Background: an optimization exercise with open tools, aiming at small area, a short achievable clock period and few clock cycles per item. Do not read the settings as production practice. The RTL was checked by simulation tests, not by an equivalence proof against the original design.

File: design/flow/design.v
module loop_engine (
    input  wire               clk,
    input  wire               rst,         
    input  wire               start,       
    input  wire               init,        
    input  wire               pbsafe,      
    input  wire               run,         
    input  wire               stopping,    
    input  wire               llen,
    input  wire               tren,
    input  wire               trexm,
    input  wire               trlohz,
    input  wire signed [11:0] code,        
    input  wire signed [17:0] isum,        
    input  wire        [15:0] rll,         
    input  wire        [9:0]  linband,
    input  wire        [5:0]  trhyst,
    input  wire        [9:0]  trmaxs,
    input  wire        [15:0] dtrhi,       
    input  wire        [15:0] dtrlo,
    input  wire        [15:0] dmax,
    input  wire        [15:0] dmin,
    input  wire        [15:0] dhwmax,
    input  wire        [15:0] kcl,         
    input  wire        [15:0] ilimt,
    input  wire        [15:0] ilim,        
    input  wire signed [23:0] b0,          
    input  wire signed [23:0] b1,
    input  wire signed [23:0] b2,
    input  wire signed [23:0] a1,          
    input  wire signed [23:0] a2,
    input  wire signed [23:0] a3,
    input  wire signed [23:0] ki,          
    input  wire        [3:0]  bsh,
    input  wire        [4:0]  ish,
    input  wire signed [15:0] imin,        
    input  wire signed [15:0] imax,
    output wire               ready,
    output reg                done,
    output wire        [19:0] word,        
    output reg         [1:0]  tag,
    output wire signed [15:0] eeff_o,
    output wire        [1:0]  trstate,
    output reg                clamphi,
    output reg                clamplo,
    output reg                windup,
    output wire               ilimact,
    output wire        [39:0] integ,       
    output wire        [31:0] yout,        
    output reg                evt_trf,
    output reg                evt_trtof,
    output reg                evt_windf,
    output reg                evt_ilimf,
    output reg                fault_ilim
);
    localparam [1:0] TAG_LIN = 2'd0, TAG_TRHI = 2'd1, TAG_TRLO = 2'd2, TAG_NOSINK = 2'd3;
    localparam [3:0] P_B1 = 4'd0, P_B2 = 4'd1, P_A1 = 4'd2, P_A2 = 4'd3, P_A3 = 4'd4,
                     P_B0 = 4'd5, P_KI = 4'd6, P_KCL = 4'd7, P_LL = 4'd8, P_XM = 4'd9,
                     P_NONE = 4'd15;
    localparam [23:0] RCP125 = 24'd4294968;
    reg signed [39:0] i_q;          
    reg signed [15:0] e1, e2;       
    reg signed [31:0] y1, y2, y3;   
    reg        [19:0] d_prev;       
    reg        [1:0]  tr_q;         
    reg        [9:0]  trn;          
    reg               block_q;      
    reg               clipped_q;
    reg               nosink_q;
    reg        [15:0] ilimn;        
    reg               ilim_q;       
    assign integ   = i_q;
    assign yout    = y1;
    assign word    = d_prev;
    assign trstate = tr_q;
    assign ilimact = ilim_q;
    reg        busy;
    reg [3:0]  ph;
    reg        mode;                
    assign ready = !busy;
    wire [3:0] pt = mode ? ph - 4'd2 : ph;
    reg signed [31:0] opx;
    reg        [11:0] zb_one, zb_two, zb_neg;    
    reg        [4:0]  sh;
    reg        [55:0] pr;           
    reg        [4:0]  shp;          
    reg signed [71:0] acc;
    reg signed [15:0] eeff;
    reg               f_gt, f_lt, f_in;          
    reg        [1:0]  tr_n;
    reg               entry_n, forced_n, exit_n, block_n;
    reg signed [39:0] it;           
    reg               clip_n;
    reg        [6:0]  x7;           
    reg        [4:0]  low5;         
    reg               ll_sat, ll_neg;
    reg signed [10:0] d1_q;         
    reg signed [6:0]  d2_q;         
    reg               lmhit_q;      
    reg               trnge_q;      
    reg               c_inv;        
    reg               pre_q;        
    reg        [9:0]  lb_q;
    reg signed [18:0] dsub_q;       
    reg        [15:0] dmax_q, dmin_q, dhw_q, dtrhi_q, dtrlo_q;
    assign eeff_o = eeff;
    wire [9:0]  lb    = (linband < 10'd16) ? 10'd16 : linband;
    wire [32:0] bx1 = {opx[31], opx};
    wire [32:0] bx2 = {opx, 1'b0};
    localparam [55:0] BOOTH_C = -(56'h555555 << 32);
    reg  [55:0] prod;
    reg  [32:0] bm;
    integer bi;
    always @(*) begin
        prod = BOOTH_C;
        for (bi = 0; bi < 12; bi = bi + 1) begin
            bm = zb_one[bi] ? bx1 : zb_two[bi] ? bx2 : 33'd0;
            bm = bm ^ {33{zb_neg[bi]}};
            prod = prod + ({23'd0, ~bm[32], bm[31:0]} << (2 * bi)) + ({55'd0, zb_neg[bi]} << (2 * bi));
        end
    end
    wire signed [71:0] prod72 = {{16{pr[55]}}, pr};
    wire signed [71:0] psh    = prod72 <<< shp;
    wire acc_bias = busy && (mode ? ph == 4'd3 : ph == 4'd2);
    wire acc_we   = busy && (acc_bias || (pt >= 4'd3 && pt <= 4'd9 && !(mode && ph == 4'd4)));
    reg signed [71:0] base;
    always @(*) begin
        if (acc_bias)
            base = 72'sd1 <<< 20;
        else if (pt == 4'd8)
            base = {{16{i_q[39]}}, i_q, 16'h8000};
        else if (pt == 4'd9)
            base = {42'd0, d_prev, 10'd0};
        else
            base = acc;
    end
    wire signed [71:0] acc_n = base + psh;
    reg [3:0] pn;
    always @(*) begin
        pn = P_NONE;
        if (!busy)
            pn = llen ? P_LL : P_B1;
        else if (!mode)
            case (ph)
                4'd1: pn = P_B2;  4'd2: pn = P_A1;  4'd3: pn = P_A2;  4'd4: pn = P_A3;
                4'd5: pn = P_B0;  4'd6: pn = P_KI;  4'd7: pn = P_KCL;
                default: ;
            endcase
        else
            case (ph)
                4'd1: pn = P_B1;  4'd2: pn = P_XM;  4'd3: pn = P_B2;  4'd4: pn = P_A1;
                4'd5: pn = P_A2;  4'd6: pn = P_A3;  4'd7: pn = P_B0;  4'd8: pn = P_KI;
                4'd9: pn = P_KCL;
                default: ;
            endcase
    end
    wire        [4:0]  sh_b = 5'd28 - {1'b0, bsh};
    wire        [4:0]  sh_i = 5'd31 - ish;
    reg signed [31:0]  opx_n;
    reg signed [23:0]  opz_n;
    reg                ng_n;
    reg        [4:0]   sh_n;
    always @(*) begin
        opx_n = {{16{e1[15]}}, e1};
        opz_n = b1;
        ng_n  = 1'b0;
        sh_n  = sh_b;
        case (pn)
            P_B2:  begin opx_n = {{16{e2[15]}}, e2}; opz_n = b2; end
            P_A1:  begin opx_n = y1; opz_n = a1; ng_n = 1'b1; sh_n = 5'd0; end
            P_A2:  begin opx_n = y2; opz_n = a2; ng_n = 1'b1; sh_n = 5'd0; end
            P_A3:  begin opx_n = y3; opz_n = a3; ng_n = 1'b1; sh_n = 5'd0; end
            P_B0:  begin opz_n = b0; end
            P_KI:  begin opx_n = {{16{eeff[15]}}, eeff}; opz_n = ki; sh_n = sh_i; end
            P_KCL: begin opx_n = {{13{dsub_q[18]}}, dsub_q}; opz_n = {8'd0, kcl}; ng_n = 1'b1; sh_n = 5'd2; end
            P_LL:  begin opx_n = {{14{isum[17]}}, isum}; opz_n = {8'd0, rll}; ng_n = isum[17]; sh_n = 5'd0; end
            P_XM:  begin opx_n = {3'd0, pr[33:5]}; opz_n = RCP125; sh_n = 5'd0; end
            default: ;
        endcase
    end
    wire [25:0] zz = {opz_n[23], opz_n, 1'b0};
    reg  [11:0] zb_one_n, zb_two_n, zb_neg_n;
    integer ei;
    always @(*) begin
        for (ei = 0; ei < 12; ei = ei + 1) begin
            zb_one_n[ei] = zz[2*ei+1] ^ zz[2*ei];
            zb_two_n[ei] = (zz[2*ei+2] & ~zz[2*ei+1] & ~zz[2*ei]) | (~zz[2*ei+2] & zz[2*ei+1] & zz[2*ei]);
            zb_neg_n[ei] = (zz[2*ei+2] ^ ng_n) & (zb_one_n[ei] | zb_two_n[ei]);
        end
    end
    wire        [15:0] ll_q    = pr[44:29];                         
    wire        [6:0]  ll_rem  = x7 + {ll_q[5:0], 1'b0} + ll_q[6:0];    
    wire        [11:0] ll_r    = {ll_rem, low5};                    
    wire               ll_up   = (ll_r > 12'd2000) || (ll_r == 12'd2000 && ll_q[0]);
    wire               ll_over = ll_sat || (ll_neg ? (ll_q == 16'd32768 && ll_up)
                                                   : (ll_q[15] || (ll_q == 16'd32767 && ll_up)));
    wire        [15:0] ll_mag  = ll_over ? (ll_neg ? 16'd32768 : 16'd32767) : ll_q;
    wire               ll_cin  = ll_over ? 1'b0 : ll_up;
    wire        [17:0] ll_opnd = ll_neg ? {2'b0, ll_mag} : ~{2'b0, ll_mag};
    wire signed [17:0] ediff   = {{2{eeff[15]}}, eeff} + $signed(ll_opnd) + {17'd0, ll_neg ? ll_cin : !ll_cin};
    wire signed [15:0] eeff_l  = (ediff > 18'sd32767)  ? 16'sh7fff :
                                 (ediff < -18'sd32768) ? 16'sh8000 : ediff[15:0];
    wire signed [16:0] eabs   = eeff[15] ? -{eeff[15], eeff} : {1'b0, eeff};
    wire signed [16:0] eeff17 = {eeff[15], eeff};
    wire signed [16:0] enot17 = ~eeff17;                                    
    wire               f_gt_c = eeff17 > $signed({7'd0, linband}) && eeff17 > 17'sd16;
    wire               f_lt_c = enot17 >= $signed({7'd0, linband}) && enot17 >= 17'sd16;
    wire               f_in_c = eabs <= 17'sd1 || eabs <= $signed({{6{d1_q[10]}}, d1_q}) ||
                                eabs <= $signed({{10{d2_q[6]}}, d2_q});
    wire signed [16:0] lbs    = {7'd0, lb_q};
    wire               outband = f_gt || f_lt;
    wire [1:0] tr_in = run ? tr_q : 2'd0;
    reg  [1:0] tr_c;
    reg        entry_c, forced_c, exit_c, block_c;
    always @(*) begin
        tr_c     = tr_in;
        entry_c  = 1'b0;
        forced_c = 1'b0;
        exit_c   = 1'b0;
        block_c  = block_q && outband;
        if (tr_in != 2'd0 && f_in) begin
            tr_c   = 2'd0;
            exit_c = 1'b1;
        end else if (tr_in != 2'd0 && trnge_q) begin
            tr_c     = 2'd0;
            exit_c   = 1'b1;
            forced_c = 1'b1;
            block_c  = outband;
        end else if (tr_in != 2'd0 || (run && tren && !block_c)) begin
            if (f_gt)
                tr_c = 2'd1;
            else if (f_lt)
                tr_c = 2'd2;
            entry_c = (tr_c != tr_in);
        end
    end
    wire signed [15:0] ef_c = (tr_c == 2'd0) ? eeff :
                              f_gt ? lbs[15:0] :
                              f_lt ? -lbs[15:0] : eeff;
    wire signed [50:0] y_t   = acc[71:21];
    wire               y_tie = (acc[20:0] == 21'd0);
    wire signed [31:0] y_c   = (y_t > 51'sh7fff_ffff)  ? 32'sh7fff_ffff :
                               (y_t < -51'sh8000_0000) ? 32'sh8000_0000 :
                               {y_t[31:1], y_t[0] & ~y_tie};
    wire signed [55:0] ai_t   = acc[71:16];
    wire               ai_tie = (acc[15:0] == 16'd0);
    wire signed [39:0] ai_c   = (ai_t > 56'sh7f_ffff_ffff)  ? 40'sh7f_ffff_ffff :
                                (ai_t < -56'sh80_0000_0000) ? 40'sh80_0000_0000 :
                                {ai_t[39:1], ai_t[0] & ~ai_tie};
    wire signed [41:0] pre_v  = $signed({2'b0, d_prev, 18'd0}) - $signed({{2{y1[31]}}, y1, 8'd0});
    wire signed [39:0] pre_c  = (pre_v > 42'sh7f_ffff_ffff) ? 40'sh7f_ffff_ffff :
                                (pre_v < -42'sh80_0000_0000) ? 40'sh80_0000_0000 : pre_v[39:0];
    wire signed [39:0] raw_c  = pre_q ? pre_c : ai_c;
    wire signed [16:0] raw_h  = raw_c[39:23];
    wire               raw_lz = (raw_c[22:0] == 23'd0);
    wire               c_lo   = raw_h < $signed({imin[15], imin});                   
    wire               c_hi   = raw_h > $signed({imax[15], imax}) ||
                                (raw_h == $signed({imax[15], imax}) && !raw_lz);      
    wire               c_eqh  = raw_h == $signed({imax[15], imax}) && raw_lz;       
    wire signed [39:0] ilo    = {{1{imin[15]}}, imin, 23'd0};
    wire signed [39:0] ihi    = {{1{imax[15]}}, imax, 23'd0};
    wire signed [39:0] it_c   = (c_inv || (c_hi && !c_lo)) ? ihi : c_lo ? ilo : raw_c;
    wire               clip_c = c_inv ? !c_eqh : (c_lo || c_hi);
    wire signed [41:0] us     = {{2{it[39]}}, it} + {{2{y1[31]}}, y1, 8'h80};
    wire signed [33:0] us_t   = us[41:8];
    wire               us_tie = (us[7:0] == 8'd0);
    wire signed [31:0] u      = (us_t > 34'sh7fff_ffff)  ? 32'sh7fff_ffff :
                                (us_t < -34'sh8000_0000) ? 32'sh8000_0000 :
                                {us_t[31:1], us_t[0] & ~us_tie};
    wire               ilim_c  = !dsub_q[18] && dsub_q != 19'sd0;           
    wire signed [39:0] clim    = acc[39:0];
    wire signed [39:0] dhw_v   = {10'd0, dhw_q, 14'd0};
    wire signed [39:0] dmax_v  = {10'd0, dmax_q, 14'd0};
    wire signed [39:0] dmin_v  = {10'd0, dmin_q, 14'd0};
    wire        [15:0] dtr     = (tr_n == 2'd1) ? dtrhi_q : dtrlo_q;
    wire signed [39:0] dtr_v   = {10'd0, dtr, 14'd0};
    wire signed [39:0] u_v     = {{8{u[31]}}, u};
    wire               sel_cl  = ilim_c && (clim < dhw_v);                   
    wire               h_lt_M  = sel_cl ? (clim < dmax_v)  : (dhw_q < dmax_q);
    wire               m_lt_h  = sel_cl ? (dmin_v < clim)  : (dmin_q < dhw_q);
    wire               t_lt_h  = sel_cl ? (dtr_v < clim)   : (dtr < dhw_q);
    wire               u_ge_h  = sel_cl ? (u_v >= clim)    : (u_v >= dhw_v);
    wire               u_le_h  = sel_cl ? (u_v <= clim)    : (u_v <= dhw_v);
    wire               m_lt_M  = dmin_q < dmax_q;
    wire               f_is_m  = m_lt_h && m_lt_M;          
    wire               u_ge_M  = u_v >= dmax_v;
    wire               u_le_M  = u_v <= dmax_v;
    wire               u_le_m  = u_v <= dmin_v;
    wire               ge_ceil = h_lt_M ? u_ge_h : u_ge_M;
    wire               le_ceil = h_lt_M ? u_le_h : u_le_M;
    wire               le_floor = f_is_m ? u_le_m : le_ceil;
    wire               lin     = (tr_n == 2'd0);
    wire               sel_c   = ge_ceil;                   
    wire               sel_f   = !ge_ceil && le_floor;      
    wire               inhib   = sel_c ? (!eeff[15] && eeff != 16'sd0) : sel_f ? eeff[15] : 1'b0;
    wire        [20:0] wu_r    = {1'b0, u[29:10]} + {20'd0, (u[9:0] > 10'h200) || (u[9:0] == 10'h200 && u[10])};
    wire        [19:0] w_u     = u[31] ? 20'd0 : (u[30] || wu_r[20]) ? 20'hFFFFF : wu_r[19:0];
    wire        [20:0] wc_r    = {1'b0, clim[29:10]} + {20'd0, (clim[9:0] > 10'h200) || (clim[9:0] == 10'h200 && clim[10])};
    wire        [19:0] w_h     = !sel_cl ? {dhw_q, 4'd0} : clim[39] ? 20'd0 : wc_r[19:0];
    wire        [19:0] w_M     = {dmax_q, 4'd0};
    wire        [19:0] w_m     = {dmin_q, 4'd0};
    wire        [19:0] w_t     = {dtr, 4'd0};
    wire        [19:0] w_ceil  = h_lt_M ? w_h : w_M;
    wire        [19:0] w_floor = f_is_m ? w_m : w_ceil;
    wire        [19:0] word_c  = !lin ? (t_lt_h ? w_t : w_h) :
                                 sel_c ? w_ceil : sel_f ? w_floor : w_u;
    wire               nosink_c = nosink_q && eeff[15] && !stopping;
    wire        [1:0]  tag_c   = (tr_n == 2'd1) ? TAG_TRHI :
                                 (tr_n == 2'd2) ? (trlohz ? TAG_NOSINK : TAG_TRLO) :
                                 nosink_c ? TAG_NOSINK : TAG_LIN;
    wire do_flags = busy && (mode ? (ph == 4'd5) : (ph == 4'd1));
    wire do_tr    = busy && (mode ? (ph == 4'd6) : (ph == 4'd2));
    wire do_y     = busy && (pt == 4'd8);
    wire do_it    = busy && (pt == 4'd9);
    wire last     = busy && (pt == 4'd10);
    always @(posedge clk) begin
        opx    <= opx_n;
        zb_one <= zb_one_n;
        zb_two <= zb_two_n;
        zb_neg <= zb_neg_n;
        sh     <= sh_n;
        pr     <= prod;
        shp    <= sh;
        if (acc_we)
            acc <= acc_n;
        if (!busy && start) begin
            eeff    <= {{4{code[11]}}, code};
            d1_q    <= $signed({1'b0, linband}) - $signed({5'd0, trhyst});
            d2_q    <= 7'sd16 - $signed({1'b0, trhyst});
            lmhit_q <= {1'b0, ilimn} + 17'd1 >= {1'b0, ilimt};
            trnge_q <= trn >= trmaxs && trn != 10'd0;
            c_inv   <= imin > imax;
        end
        lb_q    <= lb;
        dsub_q  <= $signed({isum[17], isum}) - $signed({3'd0, ilim});
        dmax_q  <= dmax;
        dmin_q  <= dmin;
        dhw_q   <= dhwmax;
        dtrhi_q <= dtrhi;
        dtrlo_q <= dtrlo;
        if (busy && mode && ph == 4'd2) begin
            ll_neg <= isum[17];
            ll_sat <= pr[33:0] >= 34'd131076000;
            low5   <= pr[4:0];
            x7     <= pr[11:5];
        end
        if (busy && mode && ph == 4'd4)
            eeff <= eeff_l;
        if (do_flags) begin
            f_gt <= f_gt_c;
            f_lt <= f_lt_c;
            f_in <= f_in_c;
        end
        if (do_tr) begin
            tr_n     <= tr_c;
            entry_n  <= entry_c;
            forced_n <= forced_c;
            exit_n   <= exit_c;
            block_n  <= block_c;
            pre_q    <= exit_c && trexm;
        end
        if (do_it) begin
            it     <= it_c;
            clip_n <= clip_c;
        end
    end
    always @(posedge clk) begin
        done <= 1'b0;
        if (rst) begin
            busy       <= 1'b0;
            ph         <= 4'd0;
            mode       <= 1'b0;
            i_q        <= 40'sd0;
            e1         <= 16'sd0;
            e2         <= 16'sd0;
            y1         <= 32'sd0;
            y2         <= 32'sd0;
            y3         <= 32'sd0;
            d_prev     <= 20'd0;
            tr_q       <= 2'd0;
            trn        <= 10'd0;
            block_q    <= 1'b0;
            clipped_q  <= 1'b0;
            nosink_q   <= 1'b0;
            ilimn      <= 16'd0;
            ilim_q     <= 1'b0;
        end else if (!busy) begin
            if (start) begin
                busy <= 1'b1;
                mode <= llen;
                ph   <= 4'd1;
            end else if (init) begin
                i_q       <= 40'sd0;
                e1        <= 16'sd0;
                e2        <= 16'sd0;
                y1        <= 32'sd0;
                y2        <= 32'sd0;
                y3        <= 32'sd0;
                d_prev    <= 20'd0;
                tr_q      <= 2'd0;
                trn       <= 10'd0;
                block_q   <= 1'b0;
                clipped_q <= 1'b0;
                nosink_q  <= pbsafe;
                ilimn     <= 16'd0;
                ilim_q    <= 1'b0;
            end
        end else begin
            ph <= ph + 4'd1;
            if (do_tr) begin
                e2 <= e1;
                e1 <= ef_c;
            end
            if (do_y) begin
                y3 <= y2;
                y2 <= y1;
                y1 <= y_c;
            end
            if (last) begin
                if (lin && !(inhib && !pre_q))
                    i_q <= it;
                d_prev    <= word_c;
                trn       <= lin ? 10'd0 : (tr_q != 2'd0) ? trn + 10'd1 : 10'd1;
                tr_q      <= tr_n;
                block_q   <= block_n;
                nosink_q  <= nosink_c;
                clipped_q <= lin && clip_n;
                ilim_q    <= ilim_c;
                if (ilim_c) begin
                    if (lmhit_q)
                        ilimn <= 16'd0;
                    else
                        ilimn <= ilimn + 16'd1;
                end else
                    ilimn <= 16'd0;
                busy <= 1'b0;
                done <= 1'b1;
            end
        end
    end
    always @(posedge clk) begin
        if (last) begin
            fault_ilim <= ilim_c && lmhit_q;
            tag        <= tag_c;
            clamphi    <= lin && (sel_c || (sel_f && !f_is_m));
            clamplo    <= lin && ((sel_c && !f_is_m) || sel_f);
            windup     <= lin && (clip_n || inhib);
            evt_trf    <= entry_n;
            evt_trtof  <= forced_n;
            evt_windf  <= lin && clip_n && !clipped_q;
            evt_ilimf  <= ilim_c && !ilim_q;
        end
    end
endmodule
File: design/flow/run.sh
#!/bin/bash
# synth_recipe.tcl (not shown) runs the flow's synth.tcl, then flattens the netlist and writes it again
# the make line also repeats each setting of config.mk as NAME=value (left out here)
make -C /OpenROAD-flow-scripts/flow DESIGN_CONFIG=/design/flow/config.mk WORK_HOME=/design/flow/orfs CLKGATE_MAP_FILE= SYNTH_SCRIPT=/design/flow/synth_recipe.tcl finish
File: design/flow/config.mk
export PLATFORM = sky130hd
export DESIGN_NAME = loop_engine
export DESIGN_NICKNAME = loop_engine
export VERILOG_FILES = /design/flow/design.v
export SDC_FILE = /design/flow/constraint.sdc
export NUM_CORES = 4
export LEC_CHECK = 0
export CAP_MARGIN = 20
export CORE_MARGIN = 2
export CORE_UTILIZATION = 25
export SLEW_MARGIN = 20
File: design/flow/constraint.sdc
create_clock -name core_clock -period 22.0 [get_ports {clk}]
set_input_delay 4.4000 -clock core_clock [delete_from_list [all_inputs] [get_ports {clk}]]
set_output_delay 4.4000 -clock core_clock [all_outputs]
set_load 0.01 [all_outputs]
==> summary.txt, run 1 <==
Main synth FF type - dfxtp_1
Final number of hold-violating endpoints - 0
Worst R2R Setup Slack - 13770 ps
Cell row count - 193
Ys async rst share - 0%
Hold Startpoint - sh[4]
Fin crit share - 37.4%
Top-area cell type share of the netlist area - 13.7%
Finished Layout Cells - 12300
Drt total wl - 298000 microns
Synth Register Bits - 657
Post-place instance area - 78900 sq um
Design Area, Final - 81700 sq um
PostCTS Resize Cnt - 0
Worst path required time - 22630 ps
Top Ports - 543
Fin crit period - 8230 ps
Post-synthesis sequential area ratio - 21.7%
RePlAce Congestion - 0.977
Skew final - 72.6 ps
Worst-path clk slew - 60 ps
Worst skew pair latency - 750 ps
Yosys top cell by area - dfxtp_1
Synth cell types - 116
Number of I/O port buffers - 542
DRC - 0
Detailed Route Iter0 Violations - 6949
Worst Reg-to-Reg Cells - 22
RSZ-0062 raised after global routing - false
Largest delay contributor family on the critical path - compound AO/OA/AOI/OAI gates
Share of cells above drive strength 1 - 6.70%
CP startpoint - y1[23]
Number of global-route vias before repair - 62100
Slew Limit Fails - 0
Synth top area cells - dfxtp_1, ha_1, fa_1, edfxtp_1, xnor2_1
RR Startpoint - y1[23]
Endpoints failing setup - 0
Die W - 530 microns
Crit Path Class - reg2reg
CP peak stage delay - 800 ps
Chip Height - 530 microns
Num CTS Buffers - 81
Worst setup endpoint - i_q[6]
DP HPWL - 234000 microns
Pin count of the biggest net entering global routing - 77
First-pass DRT Iterations - 6
Avg Inst Size Synth - 8.39 sq um
Grt ovf - 0
Clk root buf - clkbuf_16
CTS tree - built
Yosys warns - 1
Final core utilization - 29.6%
Placeable Area - 276000 sq um
WHS Path Cells - 0
Post-CTS Setup Bufs - 0
Nets@finish - 9967
Critical path's slowest cell - o211ai_1
Buffer and inverter count on the worst path - 1
Starting Density - 25.1%
Max frequency - 122 MHz
Cell Area, Synth - 69200 sq um
Clock sink count - 657
Hold_buf cts - 0
H-tree levels - 3
Cells after Synth - 8251
First-pass GRT wire length - 430000 microns
Synthesis-to-finish area growth - 18.0%
Cell count after placement - 12200
Setup crit end kind - flip-flop
Setup TNS Final - 0 ps
Reg2reg end - i_q[6]
Worst path cell trace - ha_1 > nand4_1 > or2_2 > o221a_2 > o21ai_0 > a221oi_1 > nand3_1 > o21ai_0 > a21boi_1 > ha_1 > a21o_1 > a21o_1 > a21oi_1 > o221ai_1 > a31oi_1 > a31oi_1 > o211ai_1 > buf_4 > nand2_1 > mux2i_2 > a31o_4 > a22o_1
Worst slew pin tran - 1170 ps
Die footprint - 281000 sq um
WP depth - 22
Vias - 65700
Total GRT Usage - 20.5%
Initial antenna violation count - 25
Detail Route Antenna Nets - 0
Number of max-cap violations - 0
CP Launch Type - flip-flop
Worst min-delay path class - reg2reg
EDFF count, synth - 183
Critical path data arrival time - 8860 ps
Worst slew margin - 22.1%
Critical Path Fanout Max - 40
Routed WL per cell - 24.2 microns
Vias per inst - 5.33
Status - finished clean
Hold Slack - 313 ps
Max Root-Sink Buffers - 3
-- logic make-up (layout without fill, tap and decap cells) --
kind of cell	after synthesis	count (layout)	synth area share (%)
adder cells (fa/ha/maj)	1024	1024	21.8
AND/OR/NAND/NOR	2123	2123	14.2
buffers and inverters	1105	1461	6.14
multiplexers	241	241	4.41
AO/OA/AOI/OAI	2408	2408	23.0
other	1	9	0.00542
flip-flops	657	657	21.7
XOR/XNOR	692	692	8.78
-- cell type report --
class / instances / area (sq um)
clock inverters: 45 / 473
fillers: 29300 / 194000
well taps: 3705 / 4640
diodes: 7 / 17.5
inverters: 574 / 2150
clock buffers: 106 / 2270
multi-input cells: 6490 / 50200
repair buffers: 736 / 6890
flip-flops and latches: 657 / 15000
-- Yosys cell counts (62+ instances only) --
| cell | number |
|---|---|
| nand2_1 | 748 |
| ha_1 | 697 |
| a21oi_1 | 606 |
| nor2_1 | 602 |
| inv_1 | 570 |
| dfxtp_1 | 474 |
| o21ai_0 | 460 |
| clkbuf_1 | 440 |
| xnor2_1 | 432 |
| a22oi_1 | 401 |
| fa_1 | 310 |
| xor2_1 | 258 |
| a21o_1 | 221 |
| edfxtp_1 | 183 |
| mux2i_1 | 139 |
| nand3_1 | 126 |
| nor3_1 | 113 |
| nand4_1 | 91 |
| and3_1 | 84 |
| o21a_1 | 76 |
| a211oi_1 | 69 |
| nor2b_1 | 68 |
| nand2b_1 | 62 |
-- per-stage QoR --
step | setup WS [ps]
2_1_floorplan | 14860
3_3_place_gp | 13390
3_5_place_dp | 13330
4_1_cts | 13870
5_1_grt | 13370
6_report | 13770
-- cell usage in the layout (no fill, tap or decap), drive strengths merged, types with 37 or more instances in the layout --
cell type,count
nand2,748
a22o,53
dfxtp,474
a21o,221
a22oi,402
o211ai,58
nand3,128
nand4,91
nand2b,62
o21a,76
a21oi,606
nor3,115
clkbuf,106
o21bai,37
and2,37
nor2,605
edfxtp,183
nor2b,68
a211oi,75
mux2i,140
a221oi,56
inv,582
clkdlybuf4s50,541
buf,195
mux4,45
mux2,56
fa,310
o21ai,488
a31oi,57
ha,697
xnor2,433
xor2,259
nor4,54
and3,84
-- how the worst min path moves through the flow --
stage          slack (ps)     end
4_1_cts               320  shp[4]
2_1_floorplan         310  shp[0]
6_report              310  shp[4]
3_5_place_dp          310  shp[2]
5_1_grt               320  shp[4]
3_3_place_gp          310  shp[4]
-- state kept, by name, summed over array words and instances (netlist names), 19 cells and up, named ones only --
signal / count
it: 40
i_q: 40
y1: 32
opx: 32
d_prev: 20
y2: 32
y3: 32
dsub_q: 19
acc: 72
pr: 56
-- per-layer routing --
metal / global-route usage [%] / routed length, microns
met5: 0 / 315
met3: 4.10 / 27300
met4: 10.8 / 17400
met1: 27.2 / 124000
met2: 31.2 / 129000
Testbench counts, summed over its fixed seeds: cycles 231,970, samples 20,000.
==> run 2: changes to the inputs <==
--- a/design/flow/design.v
+++ b/design/flow/design.v
@@ -98,13 +98,15 @@
     reg signed [6:0]  d2_q;         
     reg               lmhit_q;      
     reg               trnge_q;      
-    reg               c_inv;        
     reg               pre_q;        
     reg        [9:0]  lb_q;
-    reg signed [18:0] dsub_q;       
+    reg signed [17:0] isum_q;
+    reg        [15:0] ilim_s;
+    reg signed [15:0] imin_q, imax_q;
     reg        [15:0] dmax_q, dmin_q, dhw_q, dtrhi_q, dtrlo_q;
     assign eeff_o = eeff;
     wire [9:0]  lb    = (linband < 10'd16) ? 10'd16 : linband;
+    wire signed [18:0] dsub_q = $signed({isum_q[17], isum_q}) - $signed({3'd0, ilim_s});    
     wire [32:0] bx1 = {opx[31], opx};
     wire [32:0] bx2 = {opx, 1'b0};
     localparam [55:0] BOOTH_C = -(56'h555555 << 32);
@@ -203,8 +205,8 @@
     wire signed [16:0] eabs   = eeff[15] ? -{eeff[15], eeff} : {1'b0, eeff};
     wire signed [16:0] eeff17 = {eeff[15], eeff};
     wire signed [16:0] enot17 = ~eeff17;                                    
-    wire               f_gt_c = eeff17 > $signed({7'd0, linband}) && eeff17 > 17'sd16;
-    wire               f_lt_c = enot17 >= $signed({7'd0, linband}) && enot17 >= 17'sd16;
+    wire               f_gt_c = eeff17 > $signed({7'd0, lb_q});
+    wire               f_lt_c = enot17 >= $signed({7'd0, lb_q});
     wire               f_in_c = eabs <= 17'sd1 || eabs <= $signed({{6{d1_q[10]}}, d1_q}) ||
                                 eabs <= $signed({{10{d2_q[6]}}, d2_q});
     wire signed [16:0] lbs    = {7'd0, lb_q};
@@ -253,12 +255,13 @@
     wire signed [39:0] raw_c  = pre_q ? pre_c : ai_c;
     wire signed [16:0] raw_h  = raw_c[39:23];
     wire               raw_lz = (raw_c[22:0] == 23'd0);
-    wire               c_lo   = raw_h < $signed({imin[15], imin});                   
-    wire               c_hi   = raw_h > $signed({imax[15], imax}) ||
-                                (raw_h == $signed({imax[15], imax}) && !raw_lz);      
-    wire               c_eqh  = raw_h == $signed({imax[15], imax}) && raw_lz;       
-    wire signed [39:0] ilo    = {{1{imin[15]}}, imin, 23'd0};
-    wire signed [39:0] ihi    = {{1{imax[15]}}, imax, 23'd0};
+    wire               c_inv  = imin_q > imax_q;                                      
+    wire               c_lo   = raw_h < $signed({imin_q[15], imin_q});               
+    wire               c_hi   = raw_h > $signed({imax_q[15], imax_q}) ||
+                                (raw_h == $signed({imax_q[15], imax_q}) && !raw_lz);  
+    wire               c_eqh  = raw_h == $signed({imax_q[15], imax_q}) && raw_lz;   
+    wire signed [39:0] ilo    = {{1{imin_q[15]}}, imin_q, 23'd0};
+    wire signed [39:0] ihi    = {{1{imax_q[15]}}, imax_q, 23'd0};
     wire signed [39:0] it_c   = (c_inv || (c_hi && !c_lo)) ? ihi : c_lo ? ilo : raw_c;
     wire               clip_c = c_inv ? !c_eqh : (c_lo || c_hi);
     wire signed [41:0] us     = {{2{it[39]}}, it} + {{2{y1[31]}}, y1, 8'h80};
@@ -276,11 +279,12 @@
     wire signed [39:0] dtr_v   = {10'd0, dtr, 14'd0};
     wire signed [39:0] u_v     = {{8{u[31]}}, u};
     wire               sel_cl  = ilim_c && (clim < dhw_v);                   
-    wire               h_lt_M  = sel_cl ? (clim < dmax_v)  : (dhw_q < dmax_q);
-    wire               m_lt_h  = sel_cl ? (dmin_v < clim)  : (dmin_q < dhw_q);
-    wire               t_lt_h  = sel_cl ? (dtr_v < clim)   : (dtr < dhw_q);
-    wire               u_ge_h  = sel_cl ? (u_v >= clim)    : (u_v >= dhw_v);
-    wire               u_le_h  = sel_cl ? (u_v <= clim)    : (u_v <= dhw_v);
+    wire signed [39:0] hwcl    = sel_cl ? clim : dhw_v;
+    wire               h_lt_M  = hwcl < dmax_v;
+    wire               m_lt_h  = dmin_v < hwcl;
+    wire               t_lt_h  = dtr_v < hwcl;
+    wire               u_ge_h  = u_v >= hwcl;
+    wire               u_le_h  = u_v <= hwcl;
     wire               m_lt_M  = dmin_q < dmax_q;
     wire               f_is_m  = m_lt_h && m_lt_M;          
     wire               u_ge_M  = u_v >= dmax_v;
@@ -295,8 +299,8 @@
     wire               inhib   = sel_c ? (!eeff[15] && eeff != 16'sd0) : sel_f ? eeff[15] : 1'b0;
     wire        [20:0] wu_r    = {1'b0, u[29:10]} + {20'd0, (u[9:0] > 10'h200) || (u[9:0] == 10'h200 && u[10])};
     wire        [19:0] w_u     = u[31] ? 20'd0 : (u[30] || wu_r[20]) ? 20'hFFFFF : wu_r[19:0];
-    wire        [20:0] wc_r    = {1'b0, clim[29:10]} + {20'd0, (clim[9:0] > 10'h200) || (clim[9:0] == 10'h200 && clim[10])};
-    wire        [19:0] w_h     = !sel_cl ? {dhw_q, 4'd0} : clim[39] ? 20'd0 : wc_r[19:0];
+    wire        [20:0] wc_r    = {1'b0, hwcl[29:10]} + {20'd0, (hwcl[9:0] > 10'h200) || (hwcl[9:0] == 10'h200 && hwcl[10])};
+    wire        [19:0] w_h     = hwcl[39] ? 20'd0 : wc_r[19:0];
     wire        [19:0] w_M     = {dmax_q, 4'd0};
     wire        [19:0] w_m     = {dmin_q, 4'd0};
     wire        [19:0] w_t     = {dtr, 4'd0};
@@ -329,10 +333,12 @@
             d2_q    <= 7'sd16 - $signed({1'b0, trhyst});
             lmhit_q <= {1'b0, ilimn} + 17'd1 >= {1'b0, ilimt};
             trnge_q <= trn >= trmaxs && trn != 10'd0;
-            c_inv   <= imin > imax;
         end
         lb_q    <= lb;
-        dsub_q  <= $signed({isum[17], isum}) - $signed({3'd0, ilim});
+        isum_q  <= isum;
+        ilim_s  <= ilim;
+        imin_q  <= imin;
+        imax_q  <= imax;
         dmax_q  <= dmax;
         dmin_q  <= dmin;
         dhw_q   <= dhwmax;
==> design/flow/flow/run.sh (new file) <==
#!/bin/bash
# Standard layout (standard synthesis included), with repair_timing aiming for more
# setup slack than the clock period strictly needs.
set -euo pipefail
bash standard.sh SETUP_SLACK_MARGIN=15.5 finish > run_make.log 2>&1
==> design/flow/standard.sh (new file) <==
#!/bin/bash
# synth_recipe.tcl (not shown) runs the flow's synth.tcl, then flattens the netlist and writes it again
# the make line also repeats each setting of config.mk as NAME=value (left out here)
make -C /OpenROAD-flow-scripts/flow DESIGN_CONFIG=/design/flow/config.mk WORK_HOME=/design/flow/orfs CLKGATE_MAP_FILE= SYNTH_SCRIPT=/design/flow/synth_recipe.tcl "${@:-finish}"
removed: design/flow/run.sh
==> summary.txt, run 2 <==
Max frequency - 144 MHz (was 122 MHz)
DRC - 0 (unchanged)
Hold_buf cts - 0 (unchanged)
Cell Area, Synth - 68100 sq um (was 69200 sq um)
Pin count of the biggest net entering global routing - 97 (was 77)
Vias per inst - 5.49 (was 5.33)
Status - finished clean (unchanged)
Placeable Area - 271000 sq um (was 276000 sq um)
Commonest non-fill, non-tap cells in the layout - nand2_1, ha_1, nor2_1 (was nand2_1, ha_1, a21oi_1)
Detail Route Antenna Nets - 0 (unchanged)
Crit Path Class - reg2reg (unchanged)
Synth cell types - 98 (was 116)
Routed WL per cell - 27.0 microns (was 24.2 microns)
Commonest non-fill, non-tap cell in the layout - nand2_1 (unchanged)
Number of max-cap violations - 0 (unchanged)
Top-area cell type share of the netlist area - 15.3% (was 13.7%)
Post-synthesis sequential area ratio - 23.3% (was 21.7%)
Synthesis-to-finish area growth - 28.5% (was 18.0%)
Chip Height - 526 microns (was 530 microns)
Total GRT Usage - 22.9% (was 20.5%)
Detailed Route Iter0 Violations - 8527 (was 6949)
Number of global-route vias before repair - 63100 (was 62100)
Drt total wl - 332000 microns (was 298000 microns)
Starting Density - 25.2% (was 25.1%)
Largest registers - acc: 72 flops, pr: 56 flops (unchanged)
Synth Register Bits - 703 (was 657)
Worst slew margin - 20.9% (was 22.1%)
Cell count after placement - 11800 (was 12200)
Top Ports - 543 (unchanged)
Die W - 526 microns (was 530 microns)
Synth top area cells - dfxtp_1, ha_1, fa_1, edfxtp_1, xnor2_1 (unchanged)
Yosys warns - 1 (unchanged)
Largest reg by FF count - acc (unchanged)
RSZ-0062 raised after global routing - true (was false)
Finished Layout Cells - 12300 (about the same)
First-pass GRT wire length - 465000 microns (was 430000 microns)
Final number of hold-violating endpoints - 0 (unchanged)
Initial antenna violation count - 35 (was 25)
Grt ovf - 0 (unchanged)
Clk root buf - clkbuf_16 (unchanged)
Fin crit share - 31.5% (was 37.4%)
Worst slew pin tran - 1180 ps (was 1170 ps)
Setup crit end kind - flip-flop (unchanged)
Vias - 67400 (was 65700)
Number of I/O port buffers - 542 (unchanged)
Critical path data arrival time - 7600 ps (was 8860 ps)
H-tree levels - 3 (unchanged)
Ys async rst share - 0% (unchanged)
Post-place setup slack - 12950 ps (was 13330 ps)
Slew Limit Fails - 0 (unchanged)
Skew final - 80.4 ps (was 72.6 ps)
Worst path required time - 22670 ps (was 22630 ps)
Share of cells above drive strength 1 - 14.9% (was 6.70%)
Crit-path most repeated cell - buf_12
Critical Path Fanout Max - 6 (was 40)
Main synth FF type - dfxtp_1 (unchanged)
Setup ws final - 15070 ps (was 13770 ps)
RePlAce Congestion - 1.02 (was 0.977)
Avg Inst Size Synth - 8.53 sq um (was 8.39 sq um)
CP Launch Type - flip-flop (unchanged)
Cell row count - 191 (was 193)
Yosys top cell by area - dfxtp_1 (unchanged)
Final core utilization - 32.3% (was 29.6%)
Max Root-Sink Buffers - 3 (unchanged)
Fin crit period - 6930 ps (was 8230 ps)
CTS tree - built (unchanged)
Die footprint - 277000 sq um (was 281000 sq um)
Most instantiated cells after synthesis - nand2_1, ha_1, nor2_1 (was nand2_1, ha_1, a21oi_1)
Worst min-delay path class - reg2reg (unchanged)
DP HPWL - 245000 microns (was 234000 microns)
CP peak stage delay - 460 ps (was 800 ps)
Critical path's slowest cell - a2111oi_4 (was o211ai_1)
Worst skew pair latency - 780 ps (was 750 ps)
Worst-path clk slew - 60 ps (about the same)
Cells after Synth - 7988 (was 8251)
EDFF count, synth - 182 (was 183)
Setup TNS Final - 0 ps (unchanged)
Nets@finish - 9978 (was 9967)
Endpoints failing setup - 0 (unchanged)
Max FFs per register - 72 (unchanged)
Clock sink count - 703 (was 657)
First-pass DRT Iterations - 10 (was 6)
Count leader, synth - nand2_1 (unchanged)
Num CTS Buffers - 84 (was 81)
## run 2: final cells by class
class                   instances  area, sq um
fillers                     28000       183000
multi-input cells            6235        51000
flip-flops and latches        703        16100
repair buffers               1041        10900
well taps                    3570         4470
clock buffers                 113         2400
inverters                     547         2060
clock inverters                45          589
diodes                         29         72.6
## run 2: cells by family (layout without fill, tap and decap cells)
family / Yosys count / in the layout / synth area share, %
AO/OA/AOI/OAI: 2214 / 2217 / 21.3
AND/OR/NAND/NOR: 2070 / 2075 / 14.1
buffers and inverters: 1059 / 1746 / 5.94
adder cells (fa/ha/maj): 969 / 969 / 21.1
flip-flops: 703 / 703 / 23.3
XOR/XNOR: 691 / 691 / 8.89
multiplexers: 281 / 281 / 5.26
other: 1 / 31 / 0.00551
## run 2: per-stage QoR
step	hold slack (ps)	area (sq um)
3_5_place_dp	314	77800
4_1_cts	326	85900
3_3_place_gp	311	77800
6_report	312	87500
2_1_floorplan	310	68300
5_1_grt	322	87500
## run 2: worst max-delay path: cells and delay by family (launching register included)
family,cells,cell delay (ps)
flip-flops,1,360
buffers and inverters,7,920
AND/OR/NAND/NOR,5,1310
XOR/XNOR,1,110
adder cells (fa/ha/maj),3,700
multiplexers,2,470
AO/OA/AOI/OAI,13,2900
## run 2: path summary, 6_finish.rpt
| check | cells after the start | start | endpoint | slack [ps] |
|---|---|---|---|---|
| worst max-delay path | 31 | ilim_s[0] | i_q[0] | 15070 |
| worst min-delay path | 0 | sh[4] | shp[4] | 310 |
| worst max register to register | 31 | ilim_s[0] | i_q[0] | 15070 |
| worst min register to register | 0 | sh[4] | shp[4] | 310 |
## run 2: timing repair
action / in CTS / in global routing
cloned: 38 / 2
gates resized for setup: 588 / 235
pin swaps: 188 / 181
buffers inserted: 203 / 73
setup endpoints to repair: 327 / 194
## run 2: layer usage
layer	vias to the layer above	share of wire (%)	track usage (%)
met5	-	0.069	0.312
met4	19	7.8	14.8
met1	32600	40	29.9
met2	4053	41	33.4
li1	29900	-	-
met3	887	11	5.65
Testbench counts of run 2, summed over its fixed seeds: cycles 231,970, samples 20,000.
==> run 3: changes to the inputs <==
==> design/flow/flow/run.sh (replaced) <==
#!/bin/bash
# Standard layout (standard synthesis included), with repair_timing aiming for more
# setup slack than the clock period strictly needs.
set -euo pipefail
bash standard.sh SETUP_SLACK_MARGIN=15.5 TNS_END_PERCENT=10 finish > run_make.log 2>&1
==> summary.txt, run 3 <==
Status - finished with violations (was finished clean)
Layout check faults - max-capacitance violations, max-slew violations
Hold Startpoint - sh[3] (was sh[4])
Max Root-Sink Buffers - 3 (unchanged)
Nets@finish - 9803 (was 9978)
Grt ovf - 0 (unchanged)
Synth Register Bits - 703 (unchanged)
Worst slew margin - -54.6% (was 20.9%)
Mux share of post-synthesis cell area - 5.26% (unchanged)
Commonest non-fill, non-tap cell in the layout - nand2_1 (unchanged)
RR Startpoint - y1[1] (was ilim_s[0])
Commonest non-fill, non-tap cells in the layout - nand2_1, ha_1, nor2_1 (unchanged)
Number of global-route vias before repair - 62100 (was 63100)
Finished Layout Cells - 12100 (was 12300)
Fill cell count - 28400 (was 28000)
CP peak stage delay - 440 ps (was 460 ps)
Max frequency - 142 MHz (was 144 MHz)
Largest registers - acc: 72 flops, pr: 56 flops (unchanged)
Starting Density - 25.2% (unchanged)
Yosys top cell by area - dfxtp_1 (unchanged)
Cell row count - 191 (unchanged)
Number of I/O port buffers - 542 (unchanged)
Endpoints failing setup - 0 (unchanged)
H-tree levels - 3 (unchanged)
Setup ws final - 14950 ps (was 15070 ps)
DP HPWL - 247000 microns (was 245000 microns)
RSZ-0062 raised after global routing - true (unchanged)
Hold Crit Endpoint - shp[3] (was shp[4])
First-pass GRT wire length - 453000 microns (was 465000 microns)
Largest reg by FF count - acc (unchanged)
Total GRT Usage - 22.3% (was 22.9%)
Worst Reg-to-Reg Cells - 30 (was 31)
Slew Limit Fails - 7 (was 0)
Setup TNS Final - 0 ps (unchanged)
EDFF count, synth - 182 (unchanged)
Critical path's slowest cell - maj3_1 (was a2111oi_4)
Worst skew pair latency - 760 ps (was 780 ps)
Synth top area cells - dfxtp_1, ha_1, fa_1, edfxtp_1, xnor2_1 (unchanged)
CTS tree - built (unchanged)
Top Ports - 543 (unchanged)
Worst-path clk slew - 60 ps (about the same)
Yosys warns - 1 (unchanged)
Detail Route Antenna Nets - 0 (unchanged)
Vias - 66100 (was 67400)
Final core utilization - 31.0% (was 32.3%)
Most instantiated cells after synthesis - nand2_1, ha_1, nor2_1 (unchanged)
Chip Height - 526 microns (unchanged)
FF/Latch Area - 16000 sq um (was 16100 sq um)
RePlAce Congestion - 1.04 (was 1.02)
Max FFs per register - 72 (unchanged)
Final number of hold-violating endpoints - 0 (unchanged)
Num CTS Buffers - 85 (was 84)
CP Launch Type - flip-flop (unchanged)
Ys async rst share - 0% (unchanged)
Fin crit share - 32.0% (was 31.5%)
Worst min-delay path class - reg2reg (unchanged)
Die footprint - 277000 sq um (unchanged)
Simple-Gate Fraction of Synth Area - 14.1% (unchanged)
Routed WL per cell - 26.7 microns (was 27.0 microns)
Number of max-cap violations - 1 (was 0)
Clk root buf - clkbuf_16 (unchanged)
Vias per inst - 5.46 (was 5.49)
Synth cell types - 98 (unchanged)
Drt total wl - 323000 microns (was 332000 microns)
Worst slew pin tran - 2290 ps (was 1180 ps)
Initial antenna violation count - 44 (was 35)
Synth Area in Adders - 21.1% (unchanged)
WHS Path Cells - 0 (unchanged)
Skew final - 78.9 ps (was 80.4 ps)
Main synth FF type - dfxtp_1 (unchanged)
Cell count after placement - 11800 (about the same)
Share of cells above drive strength 1 - 10.5% (was 14.9%)
Cells after Synth - 7988 (unchanged)
Cell Area, Synth - 68100 sq um (unchanged)
Pin count of the biggest net entering global routing - 95 (was 97)
Clock sink count - 703 (unchanged)
Post-synthesis sequential area ratio - 23.3% (unchanged)
Area occupied by multi-input gates - 49700 sq um (was 51000 sq um)
Top-area cell type share of the netlist area - 15.3% (unchanged)
DRC - 0 (unchanged)
Critical Path Fanout Max - 30 (was 6)
Complex-gate fraction of the synthesized area - 21.3% (unchanged)
Setup crit end kind - flip-flop (unchanged)
Worst R2R Setup Slack - 14950 ps (was 15070 ps)
Post-place setup slack - 13150 ps (was 12950 ps)
Reg2reg end - i_q[9] (was i_q[0])
Crit Path Class - reg2reg (unchanged)
Avg Inst Size Synth - 8.53 sq um (unchanged)
Worst path required time - 22650 ps (was 22670 ps)
Critical path data arrival time - 7700 ps (was 7600 ps)
Synthesis-to-finish area growth - 23.1% (was 28.5%)
Detailed Route Iter0 Violations - 8373 (was 8527)
Largest family of logic cells by synthesized area - compound AO/OA/AOI/OAI gates (unchanged)
Die W - 526 microns (unchanged)
Count leader, synth - nand2_1 (unchanged)
Fin crit period - 7050 ps (was 6930 ps)
Placeable Area - 271000 sq um (unchanged)
Xor/xnor cell area share of the yosys netlist - 8.89% (unchanged)
First-pass DRT Iterations - 8 (was 10)
run 3: cell counts after synthesis:
Identical to the previous run, type by type.
run 3: worst max path at each step:
stage	start	end	slack, ps	cells past startpoint
floorplan	zb_one[7]	pr[55]	15400	26
global placement	isum_q[0]	i_q[1]	12960	29
detailed placement	isum_q[0]	i_q[9]	13150	30
CTS	isum_q[0]	i_q[15]	15050	34
global route	zb_two[6]	pr[51]	14840	25
finish	y1[1]	i_q[9]	14950	30
run 3: worst max-delay path, delay by kind of cell (launching register included):
family                     cells  cell delay (ps)
AOI/OAI and AO/OA             13             2880
buffers and inverters          8             1630
adders and majority gates      3             1080
and+or+nand+nor                5              800
DFF                            1              300
muxes                          1              160
run 3: logic make-up (layout without fill, tap and decap cells):
kind of cell             Yosys count  after routing
adder cells (fa/ha/maj)          969            969
other                              1             22
AO/OA/AOI/OAI                   2214           2214
XOR/XNOR                         691            691
multiplexers                     281            281
AND/OR/NAND/NOR                 2070           2076
flip-flops                       703            703
buffers and inverters           1059           1572
run 3: metrics by stage:
| stage | hold slack (ps) | cell area, sq um |
|---|---|---|
| after floorplan | 310 | 68300 |
| after global placement | 314 | 77700 |
| after detailed placement | 315 | 77800 |
| after CTS | 331 | 82800 |
| after global routing | 334 | 83800 |
| final | 327 | 83900 |
run 3: cell type report:
class,instances,area share [%]
Timing Repair Buffer,867,10.3
Inverter,547,2.45
Clock inverter,48,0.680
Sequential cell,703,19.1
Multi-Input combinational cell,6233,59.3
Antenna cell,20,0.0597
Tap cell,3570,5.33
Clock buffer,110,2.84
run 3: layer usage:
metal	GRT usage [%]	vias up	wire length, microns
li1	-	29500	-
met2	32.7	3846	135000
met3	5.42	790	35200
met5	0	-	204
met4	13.7	32	22800
met1	29.1	31900	130000
run 3: what timing repair did:
action                                  4_1_cts  5_1_grt
hold endpoints to repair                      0        0
endpoints found under the setup margin      358      337
resized for setup                           237      164
setup buffers                                87       40
pin swaps                                    39       79
cloned                                       15        5
hold buffers                                  0        0
==> run 4: changes to the inputs <==
==> design/flow/run.sh (new file) <==
#!/bin/bash
# synth_recipe.tcl (not shown) runs the flow's synth.tcl, then flattens the netlist and writes it again
# the make line also repeats each setting of config.mk as NAME=value (left out here)
make -C /OpenROAD-flow-scripts/flow DESIGN_CONFIG=/design/flow/config.mk WORK_HOME=/design/flow/orfs CLKGATE_MAP_FILE= SYNTH_SCRIPT=/design/flow/synth_recipe.tcl finish
removed: design/flow/flow/run.sh
removed: design/flow/standard.sh
==> summary.txt, run 4 <==
Status - finished clean (was finished with violations)
Initial antenna violation count - 33 (was 44)
Chip Height - 526 microns (unchanged)
Critical path data arrival time - 9740 ps (was 7700 ps)
Largest reg by FF count - acc (unchanged)
Synth Register Bits - 703 (unchanged)
PostCTS Resize Cnt - 0 (was 237)
Commonest non-fill, non-tap cell in the layout - nand2_1 (unchanged)
Max FFs per register - 72 (unchanged)
Top Ports - 543 (unchanged)
Final number of hold-violating endpoints - 0 (unchanged)
Clk root buf - clkbuf_16 (unchanged)
FF/Latch Area - 15900 sq um (was 16000 sq um)
Worst slew margin - 23.7% (was -54.6%)
Largest registers - acc: 72 flops, pr: 56 flops (unchanged)
Count leader, synth - nand2_1 (unchanged)
Worst min-delay path class - reg2reg (unchanged)
CP peak stage delay - 1040 ps (was 440 ps)
Cell count after placement - 11800 (about the same)
H-tree levels - 3 (unchanged)
First-pass DRT Iterations - 6 (was 8)
Number of I/O port buffers - 542 (unchanged)
Clock sink count - 703 (unchanged)
Top-area cell type share of the netlist area - 15.3% (unchanged)
Vias per inst - 5.40 (was 5.46)
Cells after Synth - 7988 (unchanged)
RSZ-0062 raised after global routing - false (was true)
DRC - 0 (unchanged)
Nets@finish - 9668 (was 9803)
Num CTS Buffers - 86 (was 85)
Setup crit end kind - flip-flop (unchanged)
Die W - 526 microns (unchanged)
Synth cell types - 98 (unchanged)
RePlAce Congestion - 1.02 (was 1.04)
Drt total wl - 310000 microns (was 323000 microns)
Fin crit share - 41.6% (was 32.0%)
Pin count of the biggest net entering global routing - 97 (was 95)
Ys async rst share - 0% (unchanged)
Most instantiated cells after synthesis - nand2_1, ha_1, nor2_1 (unchanged)
Starting Density - 25.2% (unchanged)
Total GRT Usage - 21.5% (was 22.3%)
Critical Path Fanout Max - 23 (was 30)
Yosys warns - 1 (unchanged)
Largest delay contributor family on the critical path - compound AO/OA/AOI/OAI gates (unchanged)
Detail Route Antenna Nets - 0 (unchanged)
Vias - 64600 (was 66100)
Final core utilization - 29.8% (was 31.0%)
Skew final - 66.2 ps (was 78.9 ps)
Slew Limit Fails - 0 (was 7)
Post-place instance area - 77700 sq um (was 77800 sq um)
Setup ws final - 12850 ps (was 14950 ps)
Avg Inst Size Synth - 8.53 sq um (unchanged)
Die footprint - 277000 sq um (unchanged)
Number of max-cap violations - 0 (was 1)
Synthesis-to-finish area growth - 18.5% (was 23.1%)
Placeable Area - 271000 sq um (unchanged)
Number of global-route vias before repair - 60900 (was 62100)
Yosys top cell by area - dfxtp_1 (unchanged)
Critical path's slowest cell - a2111oi_2 (was maj3_1)
Buffer and inverter count on the worst path - 4 (was 8)
Worst-path clk slew - 70 ps (was 60 ps)
EDFF count, synth - 182 (unchanged)
Worst slew pin tran - 1140 ps (was 2290 ps)
Synth top area cells - dfxtp_1, ha_1, fa_1, edfxtp_1, xnor2_1 (unchanged)
Post-place setup slack - 13100 ps (was 13150 ps)
Worst skew pair latency - 750 ps (was 760 ps)
CTS tree - built (unchanged)
Finished Layout Cells - 12000 (was 12100)
Fin crit period - 9150 ps (was 7050 ps)
First-pass GRT wire length - 440000 microns (was 453000 microns)
Setup TNS Final - 0 ps (unchanged)
Max frequency - 109 MHz (was 142 MHz)
Max Root-Sink Buffers - 3 (unchanged)
Routed WL per cell - 25.9 microns (was 26.7 microns)
Worst path required time - 22590 ps (was 22650 ps)
Cell Area, Synth - 68100 sq um (unchanged)
Hold_buf cts - 0 (unchanged)
Commonest non-fill, non-tap cells in the layout - nand2_1, ha_1, nor2_1 (unchanged)
Grt ovf - 0 (unchanged)
Main synth FF type - dfxtp_1 (unchanged)
Fill cell count - 28600 (was 28400)
Design Area, Final - 80700 sq um (was 83900 sq um)
Post-synthesis sequential area ratio - 23.3% (unchanged)
CP Launch Type - flip-flop (unchanged)
Endpoints failing setup - 0 (unchanged)
Post-CTS Setup Bufs - 0 (was 87)
DP HPWL - 244000 microns (was 247000 microns)
Crit Path Class - reg2reg (unchanged)
Detailed Route Iter0 Violations - 8232 (was 8373)
Share of cells above drive strength 1 - 6.65% (was 10.5%)
Crit-path most repeated cell - inv_1
Hold Slack - 324 ps (was 327 ps)
Area occupied by multi-input gates - 48400 sq um (was 49700 sq um)
Cell row count - 191 (unchanged)
## run 4: cell counts after synthesis
Identical to the previous run, type by type.
## run 4: kinds of logic (layout without fill, tap and decap cells)
family | count (synthesis) | count (layout) | synth area share [%]
fa+ha+maj | 969 | 969 | 21.1
buf+inv | 1059 | 1443 | 5.94
compound gates | 2214 | 2214 | 21.3
xor+xnor | 691 | 691 | 8.89
mux | 281 | 281 | 5.26
simple gates | 2070 | 2070 | 14.1
flops | 703 | 703 | 23.3
other cells | 1 | 26 | 0.00551
## run 4: layout make-up
cell class	count	share of cell area, %
multi-input cells	6227	60.0
flip-flops and latches	703	19.7
repair buffers	737	8.57
well taps	3570	5.54
clock buffers	115	2.99
inverters	547	2.54
clock inverters	44	0.552
diodes	24	0.0744
## run 4: worst paths after layout
| check | from | end | slack, ps | cells after the start |
|---|---|---|---|---|
| worst max register to register | isum_q[0] | d_prev[1] | 12850 | 27 |
| worst max-delay path | isum_q[0] | d_prev[1] | 12850 | 27 |
| worst min register to register | sh[2] | shp[2] | 320 | 0 |
| worst min-delay path | sh[2] | shp[2] | 320 | 0 |
## run 4: layer usage
layer / wire (microns) / share of wire (%) / global-route usage, % / vias to the layer above
met5: 112 / 0.036 / 0 / -
met4: 22200 / 7.2 / 13.3 / 18
met3: 29000 / 9.4 / 4.52 / 694
met2: 135000 / 43 / 32.9 / 3415
met1: 124000 / 40 / 27.4 / 31300
li1: - / - / - / 29200

[what the ideal ports hide]
Ports are ideal in the flow. The routed layouts listed here were re-timed in OpenROAD.
Step 1 assumes that a clkbuf_16 drives the clock port and a buf_2 every other input.
Step 2, shift: input delay + t, output delay - t, t = (earliest + latest rising clock arrival at the registers) / 2. This alone moves slack from input paths to output paths.
a / b / c = no drivers / after step 1 / after step 2; a / b = the first two.
run	t (ns)	slack for setup (ns)	hold WS [ns]	cell pins on the clock port's net
run 1	0.803	13.770 / 13.770 / 13.158	0.313 / 0.313 / 0.313	1
run 2	0.832	15.072 / 15.072 / 14.793	0.312 / 0.312 / 0.312	1
run 3	0.816	14.951 / 14.951 / 14.145	0.327 / 0.327 / 0.327	1
run 4	0.802	12.853 / 12.853 / 12.853	0.324 / 0.324 / 0.324	1
The setup slack of run 3, which loses most, moves by 0.000 ns with the drivers and by -0.806 ns with both steps.
